From an optimization exercise on the open Yosys and OpenROAD flow, aimed at small area, a short achievable clock period and few clock cycles per item; shortcuts taken in it are not production practice. The RTL was checked by simulation tests, not by an equivalence proof against the original design.

==> trial 21: inputs <==
Design sha384, start of the top module:
module sha384 (
    input  wire         clk,
    input  wire         rst,            
    input  wire         in_valid,
    output wire         in_ready,
    input  wire [63:0]  in_data,        
    input  wire         in_first,       
    input  wire         in_last,        
    output wire [383:0] digest,         
    output reg          digest_valid
);
Settings: LEC_CHECK=0, CAP_MARGIN=40, CORE_MARGIN=2, CORE_UTILIZATION=40, SLEW_MARGIN=40, SYNTH_MEMORY_MAX_BITS=16384; clock period 12.0 ns.
standard.sh (not shown) runs the stock make flow with config.mk's settings and CLKGATE_MAP_FILE= SYNTH_SCRIPT=/design/flow/synth_recipe.tcl, a recipe that flattens the netlist after the stock synthesis.
==> flow/flow/run.sh <==
#!/bin/bash
# The standard layout (the standard.sh) with timing repair aimed below the
# clock period (SETUP_SLACK_MARGIN ns of slack), and without the full-adder
# cells, so the carry-save trees are built from faster gates.
set -euo pipefail
export SETUP_SLACK_MARGIN=${MARGIN:-6.5}
export DONT_USE_CELLS="sky130_fd_sc_hd__fa_1 sky130_fd_sc_hd__fa_2 sky130_fd_sc_hd__fa_4"
bash standard.sh > layout.log 2>&1
==> build 96: changes against trial 21 <==
==> flow/flow/run.sh (replaced) <==
#!/bin/bash
set -euo pipefail
export SETUP_SLACK_MARGIN=${MARGIN:-6.2}
export REMOVE_ABC_BUFFERS=1
bash standard.sh > layout.log 2>&1
==> notes <==
- Trial 21 went through all stages and came out clean. Build 96 passed the timing, DRC and antenna checks.
- Sequential share of layout area: build 96 is higher than trial 21 (1.3 points).
- Between trial 21 and build 96, the lower via count is in build 96 (gap about 4%, measured against build 96).
- In die area, trial 21 and build 96 do not differ.
- Of build 96 and trial 21, build 96 has the higher critical path depth (gap 1).
- Area after synthesis is the same in build 96 and trial 21.
Testbench counts of trial 21, summed over its fixed seeds: cycles 191,696, blocks 2,396.
Testbench counts of build 96, summed over its fixed seeds: cycles 191,696, blocks 2,396.

* * *

==> job 7812 <==
sha384 again, from the RTL that the note above started with.
Design sha384, start of the top module:
module sha384 (
    input  wire         clk,
    input  wire         rst,            
    input  wire         in_valid,
    output wire         in_ready,
    input  wire [63:0]  in_data,        
    input  wire         in_first,       
    input  wire         in_last,        
    output wire [383:0] digest,         
    output reg          digest_valid
);
clock: 12.0 ns
lec_check: 0
cap_margin: 40
core_margin: 2
core_utilization: 45
place_density: 0.65
slew_margin: 40
synth_memory_max_bits: 16384
==> flow/flow/run.sh <==
#!/bin/bash
set -euo pipefail
export SETUP_SLACK_MARGIN=${MARGIN:-6.2}
bash standard.sh > layout.log 2>&1
==> job 2185: changes against job 7812 <==
==> flow/run.sh (new file) <==
#!/bin/bash
# synth_recipe.tcl (not shown) runs the flow's synth.tcl, then flattens the netlist and writes it again
# the make line also repeats each setting of config.mk as NAME=value (left out here)
make -C /OpenROAD-flow-scripts/flow DESIGN_CONFIG=/design/flow/config.mk WORK_HOME=/design/flow/orfs CLKGATE_MAP_FILE= SYNTH_SCRIPT=/design/flow/synth_recipe.tcl finish
--- a/flow/config.mk
+++ b/flow/config.mk
@@ -9,4 +9,4 @@
 export CORE_MARGIN = 2
-export CORE_UTILIZATION = 45
-export PLACE_DENSITY = 0.65
+export CORE_UTILIZATION = 40
+export SETUP_SLACK_MARGIN = 3
 export SLEW_MARGIN = 40
removed: flow/flow/run.sh
removed: flow/standard.sh
==> qor summary <==
|  | job 2185 | job 7812 |
|---|---|---|
| Startpoint of the most critical setup path | rc[0] | e[43] |
| Placed Area | 104400 sq um | 103800 sq um |
| Tap cell count | 3167 | 2821 |
| Pin count of the biggest net entering global routing | 148 | 147 |
| Inserted Diodes | 18 | 13 |
| Clock Network Area Fraction | 0.06849 | 0.06270 |
| Number of combinational gates with multiple inputs | 6698 | 6702 |
| Area taken by flip-flops and latches | 41560 sq um | 41760 sq um |
| First-pass GRT wire length | 608000 um | 603000 um |
| Final standard cell area without fillers | 112100 sq um | 115700 sq um |
| Wirelength per Cell | 32.97 um | 33.46 um |
| Run status | complete, no violations | complete, no violations |
| Worst setup slack before clock tree synthesis | 4069 ps | 4067 ps |
| Number of vias in the routed layout | 76.60k | 77.86k |
| Beginning of the worst hold path | w[13][29] | w[2][33] |
| Count of standard-cell rows | 179 | 169 |
| Worst reg2reg endpoint | x[63] | r[0][60] |
| Post-cts repair resize count | 0 | 415 |
| WP data arrival | 8860 ps | 6650 ps |
| Number of CTS-inserted buffers | 214 | 207 |
Testbench counts of job 7812, summed over its fixed seeds: cycles 191,696, blocks 2,396.
Testbench counts of job 2185, summed over its fixed seeds: cycles 191,696, blocks 2,396.

* * *

==> tundra <==
sha384 again, from the RTL that the note above started with.
clock: 12.0 ns
lec_check: 0
cap_margin: 40
core_margin: 2
core_utilization: 40
slew_margin: 40
synth_memory_max_bits: 16384
==> flow/flow/run.sh <==
#!/bin/bash
# The standard layout (the standard.sh) with timing repair aimed below the
# clock period (SETUP_SLACK_MARGIN ns of slack), and with the full-adder cells
# added to the platform's don't-use list, so the carry-save trees are built
# from faster gates.
set -euo pipefail
export SETUP_SLACK_MARGIN=${MARGIN:-6.5}
DONT_USE="sky130_fd_sc_hd__probe_p_8 sky130_fd_sc_hd__probec_p_8 sky130_fd_sc_hd__lpflow_bleeder_1 sky130_fd_sc_hd__lpflow_clkbufkapwr_1 sky130_fd_sc_hd__lpflow_clkbufkapwr_16 sky130_fd_sc_hd__lpflow_clkbufkapwr_2 sky130_fd_sc_hd__lpflow_clkbufkapwr_4 sky130_fd_sc_hd__lpflow_clkbufkapwr_8 sky130_fd_sc_hd__lpflow_clkinvkapwr_1 sky130_fd_sc_hd__lpflow_clkinvkapwr_16 sky130_fd_sc_hd__lpflow_clkinvkapwr_2 sky130_fd_sc_hd__lpflow_clkinvkapwr_4 sky130_fd_sc_hd__lpflow_clkinvkapwr_8 sky130_fd_sc_hd__lpflow_decapkapwr_12 sky130_fd_sc_hd__lpflow_decapkapwr_3 sky130_fd_sc_hd__lpflow_decapkapwr_4 sky130_fd_sc_hd__lpflow_decapkapwr_6 sky130_fd_sc_hd__lpflow_decapkapwr_8 sky130_fd_sc_hd__lpflow_inputiso0n_1 sky130_fd_sc_hd__lpflow_inputiso0p_1 sky130_fd_sc_hd__lpflow_inputiso1n_1 sky130_fd_sc_hd__lpflow_inputiso1p_1 sky130_fd_sc_hd__lpflow_inputisolatch_1 sky130_fd_sc_hd__lpflow_isobufsrc_1 sky130_fd_sc_hd__lpflow_isobufsrc_16 sky130_fd_sc_hd__lpflow_isobufsrc_2 sky130_fd_sc_hd__lpflow_isobufsrc_4 sky130_fd_sc_hd__lpflow_isobufsrc_8 sky130_fd_sc_hd__lpflow_isobufsrckapwr_16 sky130_fd_sc_hd__lpflow_lsbuf_lh_hl_isowell_tap_1 sky130_fd_sc_hd__lpflow_lsbuf_lh_hl_isowell_tap_2 sky130_fd_sc_hd__lpflow_lsbuf_lh_hl_isowell_tap_4 sky130_fd_sc_hd__lpflow_lsbuf_lh_isowell_4 sky130_fd_sc_hd__lpflow_lsbuf_lh_isowell_tap_1 sky130_fd_sc_hd__lpflow_lsbuf_lh_isowell_tap_2 sky130_fd_sc_hd__lpflow_lsbuf_lh_isowell_tap_4 sky130_fd_sc_hd__fa_1 sky130_fd_sc_hd__fa_2 sky130_fd_sc_hd__fa_4"
bash standard.sh DONT_USE_CELLS="$DONT_USE" finish > layout.log 2>&1
==> harbor: changes against tundra <==
==> flow/run.sh (new file) <==
#!/bin/bash
# synth_recipe.tcl (not shown) runs the flow's synth.tcl, then flattens the netlist and writes it again
# the make line also repeats each setting of config.mk as NAME=value (left out here)
make -C /OpenROAD-flow-scripts/flow DESIGN_CONFIG=/design/flow/config.mk WORK_HOME=/design/flow/orfs CLKGATE_MAP_FILE= SYNTH_SCRIPT=/design/flow/synth_recipe.tcl finish
- SETUP_SLACK_MARGIN: not set -> 5
removed: flow/flow/run.sh
removed: flow/standard.sh
==> willow: changes against tundra <==
==> flow/flow/run.sh (replaced) <==
#!/bin/bash
set -euo pipefail
export SETUP_SLACK_MARGIN=${MARGIN:-6.2}
bash standard.sh > layout.log 2>&1
- CTS_CLUSTER_SIZE: not set -> 32
==> run notes <==
Routed wire length: tundra is larger than willow (5.6%).
In tundra the synthesized cell count is larger than in willow, by 11%.
Against willow, the critical path depth of harbor is higher by 3.
Between harbor and tundra, the lower setup slack is in harbor (gap 1.2 ns).
In harbor the first-iteration DRC count is lower than in willow, by 3.8%.
==> figures <==
metric	willow	tundra	harbor
Final area over synthesized area	1.215x	1.263x	1.170x
Final Instance Count excl. Fillers	13600	15100	13500
Run status	finished clean	finished clean	finished clean
Via count normalized by instance count	5.72	5.72	5.67
Met2 wire len	197000 microns	207000 microns	191000 microns
Layout Utilization	0.490	0.507	0.472
Syn Std Cell Area	0.0962 sq mm	0.100 sq mm	0.0962 sq mm
Start point of the critical path	q77$_SDFF_PP0_	e[17]$_SDFF_PP0_	run_first$_DFFE_PN_
# nets final	11300	12500	11200
Wire length of the first global-routing pass	613000 microns	650000 microns	610000 microns
Testbench counts of tundra, summed over its fixed seeds: cycles 191,696, blocks 2,396.
Testbench counts of harbor, summed over its fixed seeds: cycles 191,696, blocks 2,396.
Testbench counts of willow, summed over its fixed seeds: cycles 191,696, blocks 2,396.

==> re-timing with driven ports <==
The results above use ideal ports. As a check the final layouts listed here were re-extracted and re-timed, cells and wires unchanged.
Step 1 sets driving cells, clkbuf_16 on the clock port and buf_2 on the other inputs (assumed; they add their load-dependent delay and slew).
Step 2 moves the port delays by t, midway between the first and last clock arrival at a register: inputs arrive t later, outputs are due t later. That takes back most of the time a late clock gives input paths.
Slacks: no drivers / after step 1 / after step 2; pairs: no drivers / after step 1.
| run | shift t [ns] | slack for setup (ns) | hold slack, ns | worst register clock-pin slew, ns | pins driven straight from the clock port |
|---|---|---|---|---|---|
| trial 21 | 0.982 | 6.285 / 6.285 / 6.285 | 0.257 / 0.257 / 0.257 | 0.07 / 0.07 | 1 |
| build 96 | 0.962 | 6.183 / 6.183 / 6.183 | 0.294 / 0.294 / 0.294 | 0.09 / 0.09 | 1 |
| job 7812 | 0.980 | 6.148 / 6.148 / 6.148 | 0.272 / 0.272 / 0.272 | 0.07 / 0.07 | 1 |
| job 2185 | 0.966 | 3.912 / 3.912 / 3.912 | 0.203 / 0.203 / 0.203 | 0.07 / 0.07 | 1 |
| tundra | 0.970 | 6.200 / 6.200 / 6.200 | 0.260 / 0.260 / 0.260 | 0.07 / 0.07 | 1 |
| harbor | 0.958 | 5.024 / 5.024 / 5.024 | 0.203 / 0.203 / 0.203 | 0.07 / 0.07 | 1 |
| willow | 0.986 | 6.150 / 6.150 / 6.150 | 0.276 / 0.276 / 0.276 | 0.07 / 0.07 | 1 |
After both steps setup and hold are still met in every run listed.
